Context: an optimization exercise on an open-source flow, tuned for small area, a short achievable clock period and few clock cycles per item. The choices shown serve that exercise and are no tape-out recipe.
No run shown here included a check of the RTL's function; only the layout flow was run.

## flow/design.v (module list and top-level ports; edited modules follow where they fit)
// module winnow_key: 1927 lines
module winnow_key (
    input  wire        clk,
    input  wire        rst,
    input  wire        req_valid,
    output wire        req_ready,
    input  wire [31:0] req_period,
    input  wire [9:0]  req_n_inst,
    input  wire [15:0] req_i_pred,
    input  wire        req_pol,
    input  wire [15:0] req_p_sw,
    input  wire [7:0]  req_k_th,
    input  wire [7:0]  req_th_code,
    input  wire        cell_valid,
    output wire        cell_ready,
    input  wire        cell_last,
    input  wire [15:0] cell_vcap,
    input  wire [18:0] cell_tau,
    input  wire [23:0] cell_cgain,
    input  wire [7:0]  cell_temp,
    input  wire        cell_ins,
    input  wire [9:0]  cell_pos,
    output reg         out_valid,
    output reg         out_last,
    output reg  [33:0] out_ck
);
  // ...
==> flow/flow/run.sh <==
#!/bin/bash
set -euo pipefail
bash standard.sh "BUFFER_PORTS_ARGS=-buffer_cell sky130_fd_sc_hd__buf_4" finish > flow_make.log 2>&1
==> flow/standard.sh <==
#!/bin/bash
# synth_recipe.tcl (not shown) runs the flow's synth.tcl, then flattens the netlist and writes it again
# the make line also repeats each setting of config.mk as NAME=value (left out here)
make -C /OpenROAD-flow-scripts/flow DESIGN_CONFIG=/design/flow/config.mk WORK_HOME=/design/flow/orfs CLKGATE_MAP_FILE= SYNTH_SCRIPT=/design/flow/synth_recipe.tcl "${@:-finish}"
==> flow/config.mk <==
export PLATFORM = sky130hd
export DESIGN_NAME = winnow_key
export DESIGN_NICKNAME = winnow_key
export VERILOG_FILES = /design/flow/design.v
export SDC_FILE = /design/flow/constraint.sdc
export NUM_CORES = 4
export LEC_CHECK = 0
export ABC_AREA = 1
export CAP_MARGIN = 20
export CORE_MARGIN = 2
export CORE_UTILIZATION = 40
export SLEW_MARGIN = 20
==> flow/constraint.sdc <==
create_clock -name core_clock -period 25.0 [get_ports {clk}]
set_input_delay 5.0000 -clock core_clock [delete_from_list [all_inputs] [get_ports {clk}]]
set_output_delay 5.0000 -clock core_clock [all_outputs]
set_load 0.01 [all_outputs]
==> reports/summary.txt, run 1 <==
===========================================================================
Slack of the worst reg-to-reg path                                 18570 ps
CTS tree                                                              built
Final Cell Area                                                 50300 sq um
Yosys reg bits                                                          384
Clock buffer count                                                       67
Final worst setup slack                                            18570 ps
Global routing usage on met1                                          0.310
Combinational family with the most area after synthesis         adder cells
Inserted Clock Buffers                                                   48
Area of combinational cells with multiple inputs                32000 sq um
Tap cells                                                              1512
Sequential cell count of the final layout                               384
Busiest grt layer                                                      met2
Most common cell after layout, fill and taps aside                    inv_1
Maximum number of pins on one net before global-route repair             73
Status                                     no timing/DRC/antenna violations
Number of cells on the worst reg-to-reg path                             21
Number of iterations in the first detailed-routing pass                   7
Met2 wire len                                                      62300 um
Max reg flops                                                            43
Number of max-slew violations in the final report                         0
Gates resized, CTS repair                                                 0
Seq. cell area                                                   8370 sq um
Synthesized area per cell                                        8.11 sq um
Clock buffers and inverters, area share                              0.0343
Post-synth EDFFs                                                         68
Most frequently used flop master after synthesis                    dfxtp_1
Slew @ Worst Pin                                                    1070 ps
Starting density of the core                                          0.402
===========================================================================
==> inputs of run 2 (changes only) <==
--- a/flow/design.v
+++ b/flow/design.v
@@ -1865,18 +1865,20 @@
     wire tb_w679 = tb_w568 ^ tb_w569 ^ 1'b0;
     wire tb_w680 = (tb_w568 & tb_w569) | (1'b0 & (tb_w568 ^ tb_w569));
     wire tb_w681 = tb_w570 ^ ~(~((r_one[6] & tb6_xn42) | (r_two[6] & tb6_xn42))) ^ ~((r_one[7] & tb7_xn41) | (r_two[7] & tb7_xn40));
     wire tb_w682 = (tb_w570 & ~(~((r_one[6] & tb6_xn42) | (r_two[6] & tb6_xn42)))) | (~((r_one[7] & tb7_xn41) | (r_two[7] & tb7_xn40)) & (tb_w570 ^ ~(~((r_one[6] & tb6_xn42) | (r_two[6] & tb6_xn42)))));
     wire tb_w683 = ~(~((r_one[7] & tb7_xn42) | (r_two[7] & tb7_xn41)) ^ 1'b0);
     wire tb_w684 = ~((r_one[7] & tb7_xn42) | (r_two[7] & tb7_xn41)) | 1'b0;
     wire [58:0] tb_ra = ~{1'b0, tb_w684, tb_w682, tb_w680, tb_w678, tb_w676, tb_w674, tb_w672, tb_w670, tb_w668, tb_w666, tb_w664, tb_w662, tb_w660, tb_w658, tb_w656, tb_w654, tb_w652, tb_w650, tb_w648, tb_w646, tb_w644, tb_w642, tb_w640, tb_w638, tb_w636, tb_w634, tb_w632, tb_w630, tb_w628, tb_w626, tb_w624, tb_w622, tb_w620, tb_w618, tb_w616, tb_w614, tb_w612, tb_w610, tb_w608, tb_w606, tb_w604, tb_w602, tb_w600, tb_w598, tb_w596, tb_w594, tb_w592, tb_w590, tb_w588, tb_w586, tb_w584, tb_w582, tb_w580, tb_w578, tb_w576, tb_w574, tb_w572, tb_w571};
     wire [58:0] tb_rb = ~{1'b1, ~(~((r_one[7] & tb7_xn42) | (r_two[7] & tb7_xn42))), tb_w683, tb_w681, tb_w679, tb_w677, tb_w675, tb_w673, tb_w671, tb_w669, tb_w667, tb_w665, tb_w663, tb_w661, tb_w659, tb_w657, tb_w655, tb_w653, tb_w651, tb_w649, tb_w647, tb_w645, tb_w643, tb_w641, tb_w639, tb_w637, tb_w635, tb_w633, tb_w631, tb_w629, tb_w627, tb_w625, tb_w623, tb_w621, tb_w619, tb_w617, tb_w615, tb_w613, tb_w611, tb_w609, tb_w607, tb_w605, tb_w603, tb_w601, tb_w599, tb_w597, tb_w595, tb_w593, tb_w591, tb_w589, tb_w587, tb_w585, tb_w583, tb_w581, tb_w579, tb_w577, tb_w575, tb_w573, 1'b0};
-    wire [58:0] v_full = tb_ra + tb_rb;
-    wire [26:0] v_next = v_full[58:32];
+    wire [32:0] v_lo = {1'b0, tb_ra[31:0]} + {1'b0, tb_rb[31:0]};
+    wire        v_c32_next = v_lo[32];
+    wire [26:0] v_ha_next = tb_ra[58:32];
+    wire [26:0] v_hb_next = tb_rb[58:32];
     wire r_ip_nz  = |(r_one | r_two);
     wire r_ip_pos = r_ip_nz && !r_ip_sign;
     wire r_ip_neg = r_ip_sign;
     wire r_flip   = r_pol ? r_ip_pos : r_ip_neg;
     wire a_rbit_next = !((|(s0_tone | s0_ttwo)) && (s0_cgain != 24'd0) &&
                          (s0_tsign ? r_ip_pos : r_ip_neg));
     wire [8:0]  hot_d  = {1'b0, s0_temp} - {1'b0, r_th_code};
     wire [7:0]  hot    = hot_d[8] ? 8'd0 : hot_d[7:0];
@@ -1894,27 +1896,31 @@
         a_ins  <= s0_ins;
         a_rbit <= a_rbit_next;
         a_pos  <= s0_pos;
     end
     wire [15:0] kt_hot = r_k_th * a_hot;
     wire [16:0] pen_lo = {1'b0, r_p_sw} + {1'b0, kt_hot[11:0], 4'd0};
     wire [15:0] pen    = (pen_lo[16] || kt_hot[15:12] != 4'd0) ? 16'hFFFF : pen_lo[15:0];
     reg        b_v, b_last, b_ins;
-    reg [26:0] b_vs;
+    reg [26:0] b_ha, b_hb;     
+    reg        b_c32;
     reg [15:0] b_pen;
     reg [9:0]  b_pos;
     always @(posedge clk) begin
         b_v    <= !rst && a_v;
         b_last <= a_last;
-        b_vs   <= v_next;
+        b_ha   <= v_ha_next;
+        b_hb   <= v_hb_next;
+        b_c32  <= v_c32_next;
         b_pen  <= pen;
         b_ins  <= a_ins;
         b_pos  <= a_pos;
     end
+    wire [26:0] b_vs   = b_ha + b_hb + {26'd0, b_c32};
     wire        v_neg  = b_vs[26];
     wire        v_ovf  = !b_vs[26] && (b_vs[25:24] != 2'b00);
     wire [23:0] v_pred = v_neg ? 24'd0 : v_ovf ? 24'hFF_FFFF : b_vs[23:0];
     wire [23:0] key_v  = v_pred ^ {24{r_flip}};
     wire [24:0] kadd = {1'b0, key_v} + {1'b0, {8{b_ins}}, b_pen ^ {16{b_ins}}} + {24'd0, b_ins};
     wire [23:0] key  = b_ins ? (kadd[24] ? kadd[23:0] : 24'd0)
                              : (kadd[24] ? 24'hFF_FFFF : kadd[23:0]);
     wire [10:0] tie_d = {1'b0, b_pos} - {1'b0, rot};
==> run 2 against run 1 <==
Sequential cell count rose by 26. Synthesized cell count fell by 5.7%. Sequential share of layout area rose by 1.4 points. Final cell count fell by 4.7%. Via count fell by 7.0%. Critical path depth fell by 20. Register-to-register slack improved by 680 ps. Final area fell by 1.9%. Die area fell by 2.1%. Core utilization rose by 0.37 points.
==> reports/summary.txt, run 2 <==
========================================================================================
Nature of the critical path endpoint                                          output pin
Aggregate global routing overflow                                                      0
Share of synthesized area occupied by flip-flops and latches                       0.198
Most common cell in the synthesized netlist                                        inv_1
Fmax                                                                             163 MHz
Final nets                                                                          6377
Async set-reset flop share out of synthesis                                            0
Max reg flops                                                                         43   unchanged
Final period demand of the worst path                                            6140 ps
Maximum buffer depth of the clock tree                                                 3
Cells on Worst Hold Path                                                               0
Maxcap violations                                                                      0
Number of I/O pins                                                                   212
Most common cell after layout, fill and taps aside                                 inv_1
Proportion of layout cells with a drive suffix above 1                            0.0831
Data arrival at the endpoint of the critical path                                1140 ps
Critical Path Stages                                                                   1
Post-synth EDFFs                                                                      68   unchanged
Commonest cells after routing, fill and taps aside                          inv_1, xnor2_1, o22ai_1
Total number of clock tree sinks                                                     410
Width of the die                                                                  339 um
Total GRT Usage                                                                    0.209
Yosys reg bits                                                                       410   +6.8%
Number of rows created at floorplan                                                  122
Synth unique cells                                                                    59
Number of cells on the worst reg-to-reg path                                          21   unchanged
Area growth from synthesis to final layout                                         9.83%
Iter 0 DRT Violations                                                               2880
Status                                                  no timing/DRC/antenna violations
Clock root cell                                                                clkbuf_16
Ranking of synthesized cells by area                                        fa_1, dfxtp_1, xnor2_1
Number of nets still failing antenna checks after routing                              0
Final setup violation count                                                            0
Placer congestion estimate                                                         0.925
Kind of path behind the tightest hold check                                      reg2reg
Number of max-slew violations in the final report                                      0   unchanged
Number of filler cells placed in the layout                                        11148
Vias post-DR                                                                       35338
Headroom to the max-slew limit                                                     0.359
Most frequent cells after synthesis                                         inv_1, xnor2_1, o22ai_1
Insertion delay to the later sink of the worst-skew pair                          630 ps
Gate family responsible for the most delay along the worst path               flip-flops
Post-detailed-route wirelength per cell                                          17.5 um
CTS tree                                                                           built
Post-Syn Instances                                                                  5335
Post-synthesis instance area                                                 44900 sq um
Most frequently used flop master after synthesis                                 dfxtp_1
Seq. cell area                                                                8890 sq um   +6.2%
Critical-path cell list                                                            buf_4
Vias per inst                                                                       5.13
Critical Path Source Type                                                      flip-flop
Fin Clk Skew                                                                     24.1 ps
Portion of the clock cycle consumed by the worst path in the final layout          0.245
CP max stage delay                                                                380 ps
Gates resized, CTS repair                                                              0   unchanged
Buffer and inverter count on the worst path                                            1
Synthesized area per cell                                                     8.42 sq um   +3.8%
Slew @ Worst Pin                                                                  961 ps   -109 ps
Number of hold-slack violations in the final timing report                             0
Synthesis Warnings                                                                     2
Starting density of the core                                                       0.404   +0.00217
Number of global-route vias before repair                                          35171
Detailed-route wire length                                                     121000 um
Clock-pin transition on the worst setup and hold timing paths                      60 ps
Port Buffer Count                                                                    211
Inserted Clock Buffers                                                                47   -2.1%
Proportion of netlist area held by the largest area contributor                    0.221
Buffers inserted during post-CTS setup optimization                                    0
Net count of the mapped netlist                                                     6348
Number of iterations in the first detailed-routing pass                                6   -1
Number of remaining DRC errors                                                         0
Estimated wirelength of the detail-placed design                                96700 um
Die Height                                                                        339 um
Type of the worst setup path                                                     reg2out
Biggest register                                                                     a_t
Area of combinational cells with multiple inputs                             30600 sq um   -4.5%
Cell area after placement                                                    47700 sq um
Data required, critical path                                                    20000 ps
Die outline area                                                            115000 sq um
Final worst setup slack                                                         18860 ps   +296 ps
Maximum number of pins on one net before global-route repair                          68   -6.8%
Highest-delay cell along the critical path                                       dfxtp_1
Core box area                                                               111000 sq um
Initial antenna violation count                                                        1
Final Cell Area                                                              49400 sq um   -1.9%
Post-Route Setup TNS                                                                0 ps
# H-tree levels                                                                        2
Yosys top cell by area                                                              fa_1
Hold-fix buffers at CTS                                                                0
Max FO, Critical Path                                                                  4
Place WS                                                                        19040 ps
Unrepaired setup endpoints after global routing                                       no
Global-route wire length before repair                                         194000 um
Largest registers                                                           a_t: 43 flops, out_ck: 34 flops, r_per: 32 flops
========================================================================================
[run 2: per-layer routing]
metal	track usage	vias to the layer above	part of all wire	wire (um)
li1	-	17145	-	-
met1	0.291	16754	0.45	54700
met2	0.331	1239	0.44	53600
met3	0.0346	200	0.072	8740
met4	0.0666	0	0.031	3750
met5	0	-	0	0
[run 2: cell families (layout without fill, tap and decap cells)]
family          Yosys count  count (layout)  share of synthesized area
buf+inv                1445            1512                      0.122
compound gates         1033            1033                      0.140
simple gates            882             882                     0.0829
fa+ha+maj               839             839                      0.317
xor+xnor                726             726                      0.141
flops                   410             410                      0.198
other cells               0               1                          0
[run 2: through the flow]
step / util / hold WS, ps / std cells
after CTS: 0.444 / 326 / 6890
final: 0.444 / 324 / 6891
after detailed placement: 0.429 / 312 / 6803
after global placement: 0.429 / 311 / 6803
after floorplan: - / 310 / 5335
after global routing: 0.444 / 332 / 6890
[run 2: final cells by class]
class / instances / area share
clock inverters: 22 / 0.00469
inverters: 1161 / 0.0883
repair buffers: 264 / 0.0402
flip-flops and latches: 410 / 0.180
multi-input cells: 3480 / 0.620
well taps: 1488 / 0.0377
diodes: 1 / 0.0000507
clock buffers: 65 / 0.0292
[run 2: final timing paths]
path,slack (ps),startpoint,to
worst max register to register,19250,s0_ttwo[0],a_t[38]
worst max-delay path,18860,cell_ready_r,cell_ready
worst min register to register,320,s0_pos[9],a_pos[9]
worst min-delay path,320,s0_pos[9],a_pos[9]

-- what the ideal ports hide --
The results above use ideal ports. As a check the final layouts listed here were re-extracted and re-timed, cells and wires unchanged.
Step 1 (the two cells are an assumption about what drives the block):
set clk [get_ports {clk}]
set_driving_cell -lib_cell sky130_fd_sc_hd__clkbuf_16 $clk
set_driving_cell -lib_cell sky130_fd_sc_hd__buf_2 [delete_from_list [all_inputs] $clk]
Step 2 also shifts input and output timing later by t, the mid clock arrival at the registers, as if the neighbouring blocks saw the same clock.
a / b / c = ideal ports / drivers / drivers and shift; a / b = the first two.
run | t (ns) | setup slack, ns | worst setup path after step 2 | slew at the worst register clock pin (ns)
run 1 | 0.680 | 18.567 / 18.567 / 18.567 | register to register | 0.07 / 0.07
run 2 | 0.683 | 18.863 / 18.796 / 19.028 | input to register | 0.07 / 0.07
After both steps every run listed still meets setup and hold.
